From an optimization exercise on the open Yosys and OpenROAD flow, aimed at small area, a short achievable clock period and few clock cycles per item; shortcuts taken in it are not production practice.
No functional check of the RTL was part of any run shown here.
Power figures rest on the tool's default switching activity, not on a simulated workload.

==> flow/design.v (outline; a module is shown in full before it is edited, if it fits) <==
// module qe_mix: 1191 lines
module qe_mix (
    input  wire        clk,
    input  wire        rst,
    input  wire        in_valid,
    output wire        in_ready,
    input  wire [23:0] in_sample,
    input  wire [23:0] in_gain,
    input  wire        in_last,
    input  wire [23:0] in_dgain,
    output reg         out_valid,
    input  wire        out_ready,
    output reg  [23:0] out_sample,
    output reg  [1:0]  out_clip
);
  // ...
==> flow/run.sh <==
#!/bin/bash
# synth_recipe.tcl (not shown) runs the flow's synth.tcl, then flattens the netlist and writes it again
# the make line also repeats each setting of config.mk as NAME=value (left out here)
make -C /OpenROAD-flow-scripts/flow DESIGN_CONFIG=/design/flow/config.mk WORK_HOME=/design/flow/orfs CLKGATE_MAP_FILE= SYNTH_SCRIPT=/design/flow/synth_recipe.tcl finish
==> flow/config.mk <==
export PLATFORM = sky130hd
export DESIGN_NAME = qe_mix
export DESIGN_NICKNAME = qe_mix
export VERILOG_FILES = /design/flow/design.v
export SDC_FILE = /design/flow/constraint.sdc
export NUM_CORES = 4
export LEC_CHECK = 0
export ABC_CLOCK_PERIOD_IN_PS = 3000
export CAP_MARGIN = 20
export CORE_MARGIN = 2
export CORE_UTILIZATION = 40
export CTS_BUF_LIST = sky130_fd_sc_hd__clkbuf_8
export SETUP_SLACK_MARGIN = 5
export SLEW_MARGIN = 20
==> flow/constraint.sdc <==
create_clock -name core_clock -period 9.0 [get_ports {clk}]
set_input_delay 1.8000 -clock core_clock [delete_from_list [all_inputs] [get_ports {clk}]]
set_output_delay 1.8000 -clock core_clock [all_outputs]
set_load 0.01 [all_outputs]
==> notes.md, run 1 <==
buffering overhead 6.85%; clock-net power 2190 uW; max-slew violation count 0; library cell with the highest instance count after synthesis fa_1; number of violations reported at the end of detailed-routing iteration 0 2944; slowest stage cell on the critical path fa_1; compound-cell area share of the yosys netlist 13.8%; Overflow after GRT 0; Gates resized, CTS repair 146; Seq area share 26.0%; register bit count reported by yosys 480; sort of element at the start of the critical path register; Top pwr grp combinational logic; Initial Util 40.3%; final worst hold slack 0.402 ns; relative slew slack 42.1%; top flop regs acc_c: 54 flops, acc_s: 54 flops, z_s: 36 flops; well-tap cell count 1254; Top Metal Used met4; number of distinct library cells after synthesis 73; core region area 93200 um2; last element of the critical path m_cin$_DFFE_PP_; status timing/DRC/antenna clean; worst-path fanout max 5; setup total negative slack 0 ns; startpoint of the lowest-slack hold path dg_i[6]$_DFF_P_
==> inputs of run 2 (changes only) <==
--- a/flow/design.v
+++ b/flow/design.v
@@ -38,17 +38,18 @@
     reg [23:0] dg_p;
     wire ren = ~vr_q | ph_q;                  
     wire clr = clr_q;
     wire [53:0] acc_si = clr ? 54'd2097152 : acc_s;
     wire [53:0] acc_ci = clr ? 54'd0 : acc_c;
     wire [53:0] acc_s_d, acc_c_d;
     reg [23:0] r_s1;
     reg        r_c1;
-    reg [11:0] b2_one, b2_two, b2_neg;
+    reg [5:0]  d2_one, d2_two, d2_neg;        
+    reg [5:0]  lo_one, lo_two, lo_neg;        
     wire [45:0] lo1  = {1'b0, acc_s[44:0]} + {1'b0, acc_c[44:0]};
     wire        c45  = lo1[45];
     wire [8:0]  a1   = acc_s[53:45], b1 = acc_c[53:45];
     wire [8:0]  p1   = a1 ^ b1;
     wire [8:0]  top1 = a1 + b1 + {8'd0, c45};
     wire        z1r  = &(p1[8:1] ~^ (a1[7:0] | b1[7:0]));
     wire        o1r  = &(p1[8:1] ^ (a1[7:0] & b1[7:0]));
     wire        fit1 = c45 ? ((z1r & p1[0]) | (o1r & ~p1[0])) : ((z1r & ~p1[0]) | (o1r & p1[0]));
@@ -58,21 +59,18 @@
     wire [11:0] d_one, d_two, d_neg;
     generate for (gi = 0; gi < 12; gi = gi + 1) begin : denc
         wire y2 = d_ext[2*gi+2], y1 = d_ext[2*gi+1], y0 = d_ext[2*gi];
         assign d_one[gi] = y1 ^ y0;
         assign d_two[gi] = (y2 & ~y1 & ~y0) | (~y2 & y1 & y0);
         assign d_neg[gi] = y2;
     end endgenerate
     reg  [35:0] z_s, z_c;                     
-    wire [35:0] zg_s = z_s & {36{ph_q}};
-    wire [35:0] zg_c = z_c & {36{ph_q}};
-    wire [5:0]  d2_one = ph_q ? b2_one[5:0] : b2_one[11:6];
-    wire [5:0]  d2_two = ph_q ? b2_two[5:0] : b2_two[11:6];
-    wire [5:0]  d2_neg = ph_q ? b2_neg[5:0] : b2_neg[11:6];
+    wire [35:0] zg_s = z_s;
+    wire [35:0] zg_c = z_c;
     reg [33:0] m_s, m_c;                      
     reg        m_cin, m_c1;                   
     wire [47:0] m_s_d, m_c_d;
     wire [14:0] m_lo = {1'b0, m_s_d[13:0]} + {1'b0, m_c_d[13:0]};
     wire [31:0] lo2  = {1'b0, m_s[30:0]} + {1'b0, m_c[30:0]} + {31'd0, m_cin};
     wire        c31  = lo2[31];
     wire [2:0]  a2   = m_s[33:31], b2 = m_c[33:31];
     wire [2:0]  p2   = a2 ^ b2;
@@ -105,22 +103,30 @@
         il_q   <= in_last;
         dg_i   <= in_dgain;
         acc_s  <= acc_s_d;
         acc_c  <= acc_c_d;
         if (vi_q & il_q) dg_p <= dg_i;
         if (vp_q & ren) begin
             r_s1   <= sat1;
             r_c1   <= ~fit1;
-            b2_one <= d_one;
-            b2_two <= d_two;
-            b2_neg <= d_neg;
+            d2_one <= d_one[11:6];
+            d2_two <= d_two[11:6];
+            d2_neg <= d_neg[11:6];
+            lo_one <= d_one[5:0];
+            lo_two <= d_two[5:0];
+            lo_neg <= d_neg[5:0];
         end
-        z_s <= m_s_d[35:0];
-        z_c <= m_c_d[35:0];
+        if (ph_n) begin
+            d2_one <= lo_one;
+            d2_two <= lo_two;
+            d2_neg <= lo_neg;
+        end
+        z_s <= m_s_d[35:0] & {36{ph_n}};
+        z_c <= m_c_d[35:0] & {36{ph_n}};
         if (vr_q & ph_q) begin
             m_s   <= m_s_d[47:14];
             m_c   <= m_c_d[47:14];
             m_cin <= m_lo[14];
             m_c1  <= r_c1;
         end
         if (main_free) begin
             out_sample <= sk_q ? sk_s : sat2;
==> flow/config.mk (replaced) <==
export PLATFORM = sky130hd
export DESIGN_NAME = qe_mix
export DESIGN_NICKNAME = qe_mix
export VERILOG_FILES = /design/flow/design.v
export SDC_FILE = /design/flow/constraint.sdc
export NUM_CORES = 4
export LEC_CHECK = 0
export ABC_CLOCK_PERIOD_IN_PS = 3000
export CAP_MARGIN = 20
export CORE_MARGIN = 2
export CORE_UTILIZATION = 40
export CTS_BUF_LIST = sky130_fd_sc_hd__clkbuf_4
export SETUP_SLACK_MARGIN = 5
export SLEW_MARGIN = 20
==> run 2 against run 1 <==
Net effect:
- still clean on timing, DRC and antenna
- sequential power shrank 4%
- clock power shrank 3%
- synthesized cell count grew 3.2%
- routed wire length shrank 3.2%
- cell area shrank 0.20%
- critical path depth shrank 2
- flip-flop and latch count is the same
- critical endpoint unchanged
- largest power group unchanged
- highest routed layer is now met5
==> notes.md, run 2 <==
status timing/DRC/antenna clean; Sink Count 480; synthesized instance count 3586; router iterations before antenna repair 9; placed instance count 4765; relative slew slack 40.4% (-1.7 points); standard-cell row count 113; overall die width 312 um; die height 312 um; non-filler cells in the finished layout 5105; fraction of post-synthesis cell area in the top cell type by area 23.5%; worst-path fanout max 6 (+1); fmax 245 MHz; post-synthesis cell type with the largest combined area fa_1; number of antenna-violating nets in the routed design 0; clock-pin slew of the registers on the worst-case setup and hold paths 0.06 ns; num ports 105; Sequential Area 11500 um2; port bufs 104; CTS tree done; final weighted congestion in routability-driven placement 0.877; number of enable-type register cells in the synthesized netlist 181; layout filler cell count 8764; Syn Area/Cell 10.6 um2; sum of net half-perimeters after detailed placement 68900 um; Most used DFF post-synth dfxtp_1; layout-stage area growth over the synthesis result 15.7%; Power Density 271 nW/um2; post-synthesis async set-or-reset flop share 0%; data required time at the worst endpoint 9.70 ns; portion of the clock cycle consumed by the worst path in the final layout 45.4%; top flop regs acc_c: 54 flops, acc_s: 54 flops, z_s: 36 flops; initial antenna violation count 4; core region area 94600 um2 (+1.5%); met2 layer usage reported by global route 33.8%; maximum clock insertion buffer count 3; all-layer global routing usage 21.5%; register bit count reported by yosys 480 (unchanged); worst path setup slack after routing 4.91 ns; max-slew violation count 0 (unchanged); setup total negative slack 0 ns (unchanged); data arrival at the endpoint of the critical path 4.79 ns; total nets after synthesis 4303; library cell with the highest instance count after synthesis xor2_1; Largest stage delay, worst path 0.54 ns; number of remaining DRC errors 0; vias per cell 5.37; most common cell after layout, fill and taps aside xor2_1; wirelength, routed 106000 um; slowest stage cell on the critical path edfxtp_1; Overflow after GRT 0 (unchanged); largest net degree at the start of global routing 71; post-cts hold buffer count 0; CTS H-tree lvls 4; Hold Crit Class register to register; total number of yosys warnings 1; Initial Util 40.2% (-0.11 points); insertion delay of the later-clocked pin in the worst-skew pair 1.07 ns; measured slew at the worst slew-check pin 0.894 ns; synth top area cells fa_1 (23%), dfxtp_1 (16%), edfxtp_1 (14%); number of violations reported at the end of detailed-routing iteration 0 2549 (-13%); Avg WL per Cell 20.7 um; unrepaired setup endpoints after global routing true; count of vias placed by the detailed router 27393; clk root buf clkbuf_4; shortest clock period the worst path allows after layout 4.09 ns; met1 track demand over resource 27.7%; busiest metal layer after global routing met2; Layout Skew 0.104 ns; fraction of final layout cells with drive strength greater than 1 13.8%; sort of element at the start of the critical path register; post-synth design cell area 38000 um2; critical-path cell list buf_6 -> buf_4 -> a22oi_2 -> xnor2_1 -> fa_1 -> inv_1 -> fa_2 -> fa_1 -> inv_1 -> ha_1 -> ha_1 -> a21o_1 -> a21o_1 -> a221oi_2 -> o21ai_1; top post-synthesis cells by count xor2_1 (456), fa_1 (446), a22oi_1 (415); Worst IR Drop VDD 0.169 mV; Final #Nets 4444; type of the worst setup path register to register; sequential cell area fraction in the yosys report 30.0%; global-route wire length before repair 164000 um; P_leak 0.0172 uW; Hold Fails Final Rpt 0; vias in the first global route 29304; pre-CTS setup slack 4.27 ns; most frequent cells in the layout xor2_1 (452), fa_1 (421), a22oi_1 (385); footprint of the multi-input gates 24600 um2; cts bufs inserted 137; maxcap violations 0; endpoint class of the critical path register; area of the die 97500 um2; final-report setup violation count 0; GR Layer Usage met3 6.35%; number of distinct library cells after synthesis 74 (+1.4%)
[run 2: through the flow]
step                area [um2]  hold slack (ns)  power, uW  utilization (%)
global route             44000            0.410      13200             46.5
global placement         40200            0.390       9310             42.5
CTS                      43000            0.403      11900             45.5
detailed placement       40200            0.389       9420             42.5
floorplan                38200            0.386       7710                -
finish                   44000            0.399      11900             46.5
[run 2: timing repair]
item,CTS,global route
pin swaps,23,32
gates cloned,3,12
buffers inserted,51,21
resized for setup,140,123
setup endpoints to repair,113,64
[run 2: report_power, final]
group | leakage, uW | internal, uW | switching [uW] | total [uW]
Sequential | 0.00417 | 2840 | 249 | 3090
Clock | 0.00108 | 1130 | 997 | 2120
Combinational | 0.0120 | 2930 | 3790 | 6720
Total | 0.0172 | 6900 | 5040 | 11900
[run 2: worst max-delay path, delay by kind of cell, from the launching register on]
kind / cells / cell delay (ns)
flip-flops: 1 / 0.54
AO/OA/AOI/OAI: 5 / 0.94
XOR/XNOR: 1 / 0.12
buffers and inverters: 4 / 0.45
adder cells (fa/ha/maj): 5 / 1.68
[run 2: path summary, 6_finish.rpt]
kind,slack [ns],cells past startpoint,endpoint,from
worst max-delay path,4.91,15,m_cin$_DFFE_PP_,r_s1[6]$_DFFE_PP_
worst min-delay path,0.40,0,dg_p[8]$_DFFE_PP_,dg_i[8]$_DFF_P_
worst max register to register,4.91,15,m_cin$_DFFE_PP_,r_s1[6]$_DFFE_PP_
worst min register to register,0.40,0,dg_p[8]$_DFFE_PP_,dg_i[8]$_DFF_P_
[run 2: cell families after synthesis]
| family | synth area share, % |
|---|---|
| AOI/OAI and AO/OA | 13.7 |
| xor gates and xnor gates | 12.4 |
| adders and majority gates | 29.9 |
| buffers and inverters | 6.43 |
| DFF | 30.0 |
| muxes | 0.428 |
| and+or+nand+nor | 7.16 |
[run 2: cell type report]
cell class,count,area share [%]
flip-flops and latches,480,26.1
clock buffers,203,3.46
diodes,8,0.0455
inverters,361,3.08
well taps,1265,3.60
multi-input cells,2473,55.9
repair buffers,274,7.15
clock inverters,41,0.654
[run 2: metal layers]
metal	share of wire, %	up-vias	routed length, um
li1	-	12405	-
met1	41	13385	43900
met2	45	1304	48000
met3	9.4	297	9910
met4	3.7	2	3950
met5	0.065	-	69
==> inputs of run 3 (changes only) <==
==> flow/flow/run.sh (new file) <==
#!/bin/bash
set -euo pipefail
bash standard.sh "BUFFER_PORTS_ARGS=-buffer_cell sky130_fd_sc_hd__buf_1" finish > flow.log 2>&1
==> flow/standard.sh (new file) <==
#!/bin/bash
# synth_recipe.tcl (not shown) runs the flow's synth.tcl, then flattens the netlist and writes it again
# the make line also repeats each setting of config.mk as NAME=value (left out here)
make -C /OpenROAD-flow-scripts/flow DESIGN_CONFIG=/design/flow/config.mk WORK_HOME=/design/flow/orfs CLKGATE_MAP_FILE= SYNTH_SCRIPT=/design/flow/synth_recipe.tcl "${@:-finish}"
--- a/flow/config.mk
+++ b/flow/config.mk
@@ -9,6 +9,7 @@
 export CAP_MARGIN = 20
 export CORE_MARGIN = 2
-export CORE_UTILIZATION = 40
+export CORE_UTILIZATION = 65
 export CTS_BUF_LIST = sky130_fd_sc_hd__clkbuf_4
+export PLACE_DENSITY = 0.85
 export SETUP_SLACK_MARGIN = 5
 export SLEW_MARGIN = 20
removed: flow/run.sh
==> run 3 against run 2 <==
Net effect:
- largest cell class unchanged
- still clean on timing, DRC and antenna
- highest routed layer is now met4
- combinational power about the same
- fmax down 6.7%
- largest power group unchanged
- core utilization is 26 points higher
==> notes.md, run 3 <==
Initial Util 65.8% (+26 points); global-route wire length before repair 155000 um (-5.8%); Layout Skew 0.0819 ns (-0.0222 ns); setup total negative slack 0 ns (unchanged); layout-stage area growth over the synthesis result 10.1%; Syn Area/Cell 10.6 um2 (unchanged); startpoint of the lowest-slack hold path dg_i[2]$_DFF_P_; vias in the first global route 29270 (-0.12%); number of enable-type register cells in the synthesized netlist 181 (unchanged); Final #Nets 4420 (-0.54%); total number of yosys warnings 1 (unchanged); number of remaining DRC errors 0 (unchanged); Worst IR Drop VDD 0.198 mV (+18%); CTS H-tree lvls 4 (unchanged); status timing/DRC/antenna clean; worst-path fanout max 9 (+3); main combinational cell family by area after synthesis adder cells; post-synth design cell area 38000 um2 (unchanged); maxcap violations 0 (unchanged); portion of the clock cycle consumed by the worst path in the final layout 48.7% (+3.3 points); clk root buf clkbuf_4; worst path setup slack after routing 4.62 ns (-0.294 ns); standard-cell row count 88 (-22%); type of the worst setup path register to register; register bit count reported by yosys 480 (unchanged); most frequent cells in the layout xor2_1 (451), fa_1 (433), a22oi_1 (392); Synth Area in Simple Gates 7.16% (unchanged); layout filler cell count 3933 (-55%); fmax 228 MHz (-6.7%); shortest clock period the worst path allows after layout 4.38 ns (+0.294 ns); data arrival at the endpoint of the critical path 5.14 ns (+0.35 ns); library cell with the highest instance count after synthesis xor2_1; post-synthesis cell type with the largest combined area fa_1; relative slew slack 20.7% (-20 points); overall die width 246 um (-21%); Most used DFF post-synth dfxtp_1; top post-synthesis cells by count xor2_1 (456), fa_1 (446), a22oi_1 (415); number of antenna-violating nets in the routed design 0 (unchanged); maximum clock insertion buffer count 3 (unchanged); cts bufs inserted 130 (-5.1%); share of synthesized area spent on multiplexers 0.428% (unchanged); largest net degree at the start of global routing 68 (-4.2%); router iterations before antenna repair 10 (+1); die height 246 um (-21%); area of the die 60400 um2 (-38%); max-slew violation count 0 (unchanged); P_leak 0.0166 uW (-3.8%); clock-pin slew of the registers on the worst-case setup and hold paths 0.07 ns (about the same); synth top area cells fa_1 (23%), dfxtp_1 (16%), edfxtp_1 (14%); compound-cell area share of the yosys netlist 13.7% (unchanged); num ports 105 (unchanged); post-cts hold buffer count 0 (unchanged); data required time at the worst endpoint 9.76 ns (+0.06 ns); post-layout instance area 41900 um2 (-4.9%); Post-Synth Adder-Cell Area 29.9% (unchanged); Hold Crit Class register to register; sort of element at the start of the critical path register; core region area 57800 um2 (-39%); unrepaired setup endpoints after global routing true; wirelength, routed 101000 um (-4.9%); endpoint class of the critical path register; count of vias placed by the detailed router 28417 (+3.7%); parity-gate share of the synthesized area counting xor and xnor cells 12.4% (unchanged); number of violations reported at the end of detailed-routing iteration 0 3602 (+41%); WHS Path Cells 0 (unchanged); Hold Fails Final Rpt 0 (unchanged); total nets after synthesis 4303 (unchanged); fraction of post-synthesis cell area in the top cell type by area 23.5% (unchanged); measured slew at the worst slew-check pin 1.17 ns (+0.279 ns); Avg WL per Cell 22.0 um (+6.1%); synthesized instance count 3586 (unchanged); pre-CTS setup slack 4.30 ns (+0.0356 ns); Layout Utilization 72.4% (+26 points); vias per cell 6.21 (+16%); Cell Area, Placed 38700 um2 (-3.7%); top flop regs acc_c: 54 flops, acc_s: 54 flops, z_s: 36 flops; depth of the worst register-to-register path 11 (-4); initial antenna violation count 2 (-2); fraction of final layout cells with drive strength greater than 1 12.7% (-1.2 points); sum of net half-perimeters after detailed placement 66400 um (-3.6%); Power Density 282 nW/um2 (+3.9%); all-layer global routing usage 33.0% (+11 points); sequential cell area fraction in the yosys report 30.0% (unchanged); final-report setup violation count 0 (unchanged); most common cell after layout, fill and taps aside xor2_1; final weighted congestion in routability-driven placement 0.938 (+7.0%); port bufs 104 (unchanged); number of distinct library cells after synthesis 74 (unchanged); post-synthesis async set-or-reset flop share 0% (unchanged); Sink Count 480 (unchanged); Overflow after GRT 0 (unchanged); CTS tree done; insertion delay of the later-clocked pin in the worst-skew pair 1.03 ns (-0.04 ns); first element of the critical path r_s1[10]$_DFFE_PP_; Reg-to-Reg Start r_s1[10]$_DFFE_PP_
run 3: changes by cell type in the layout (fill, tap and decap cells not counted), sizes merged:
cell	before	now
clkinvlp	3	2
clkdlybuf4s50	104	0
clkinv	31	40
bufbuf	2	0
buf	155	253
clkbuf	216	186
nor4	4	5
inv	365	368
diode	8	5
bufinv	3	1
run 3: layer usage:
metal | up-vias | GRT usage [%] | share of wire [%]
met1 | 13740 | 40.9 | 36
met3 | 489 | 9.45 | 12
met4 | 0 | 14.3 | 4.9
met5 | - | 0 | 0
li1 | 12340 | - | -
met2 | 1848 | 53.8 | 47
run 3: timing repair:
action                     in CTS  in global routing
buffers inserted               63                 35
cloned                          0                  3
pin swaps                      17                 27
gates resized for setup        94                 95
setup endpoints to repair     124                 85
run 3: power by group:
group | switching [uW] | internal, uW
clock | 982 | 989
combinational | 3840 | 2880
sequential | 274 | 2830
total | 5090 | 6710
run 3: cell type report:
cell class / instances / area (um2) / area share (%)
diodes: 5 / 12.5 / 0.0299
multi-input cells: 2474 / 24600 / 58.7
clock buffers: 183 / 1370 / 3.28
repair buffers: 256 / 1760 / 4.20
flip-flops and latches: 480 / 11500 / 27.5
well taps: 765 / 957 / 2.29
inverters: 361 / 1360 / 3.24
clock inverters: 50 / 292 / 0.697
run 3: worst paths after layout:
path                                          end  slack (ns)
worst min register to register  dg_p[2]$_DFFE_PP_        0.37
worst min-delay path            dg_p[2]$_DFFE_PP_        0.37
worst max register to register    m_cin$_DFFE_PP_        4.62
worst max-delay path              m_cin$_DFFE_PP_        4.62
run 3: worst max-delay path, cell delays in order (launching register included):
cell	delay [ns]
edfxtp_1	0.60
buf_4	0.29
a22oi_1	0.21
xor2_1	0.55
fa_1	0.54
fa_1	0.53
fa_1	0.60
inv_1	0.08
ha_4	0.22
and4_1	0.18
a221oi_2	0.26
o21ai_1	0.11
run 3: per-stage QoR:
stage / total power (uW) / hold WS, ns / std cells
floorplan: 7710 / 0.386 / 3586
global placement: 9120 / 0.387 / 4235
detailed placement: 9390 / 0.389 / 4235
CTS: 11500 / 0.384 / 4531
global route: 12800 / 0.401 / 4571
finish: 11800 / 0.366 / 4574
run 3: cells by family (layout without fill, tap and decap cells):
kind of cell    after synthesis  in the layout
flops                       480            480
other cells                   0              5
simple gates                530            533
compound gates              747            747
fa+ha+maj                   640            640
mux                          16             16
xor+xnor                    538            538
buf+inv                     635            850

-- what the ideal ports hide --
In the flow no input, the clock included, has a driving cell. The finished layouts below were timed again as built, in two steps.
Step 1 assumes that a clkbuf_16 drives the clock port and a buf_2 every other input.
Step 2 also shifts input and output timing later by t, the mid clock arrival at the registers, as if the neighbouring blocks saw the same clock.
Slacks: ideal ports / drivers / drivers and shift; pairs: ideal ports / drivers.
run	t (ns)	setup slack, ns	worst setup path at the end	cell pins on the clock port's net
run 1	0.780	4.780 / 4.780 / 4.504	input to register	1
run 2	1.085	4.910 / 4.910 / 4.725	input to register	1
run 3	1.038	4.616 / 4.616 / 4.616	register to register	1
After both steps setup and hold are still met in every run listed. The setup slack of run 1, which loses most, moves by 0.000 ns with the drivers and by -0.276 ns with both steps.
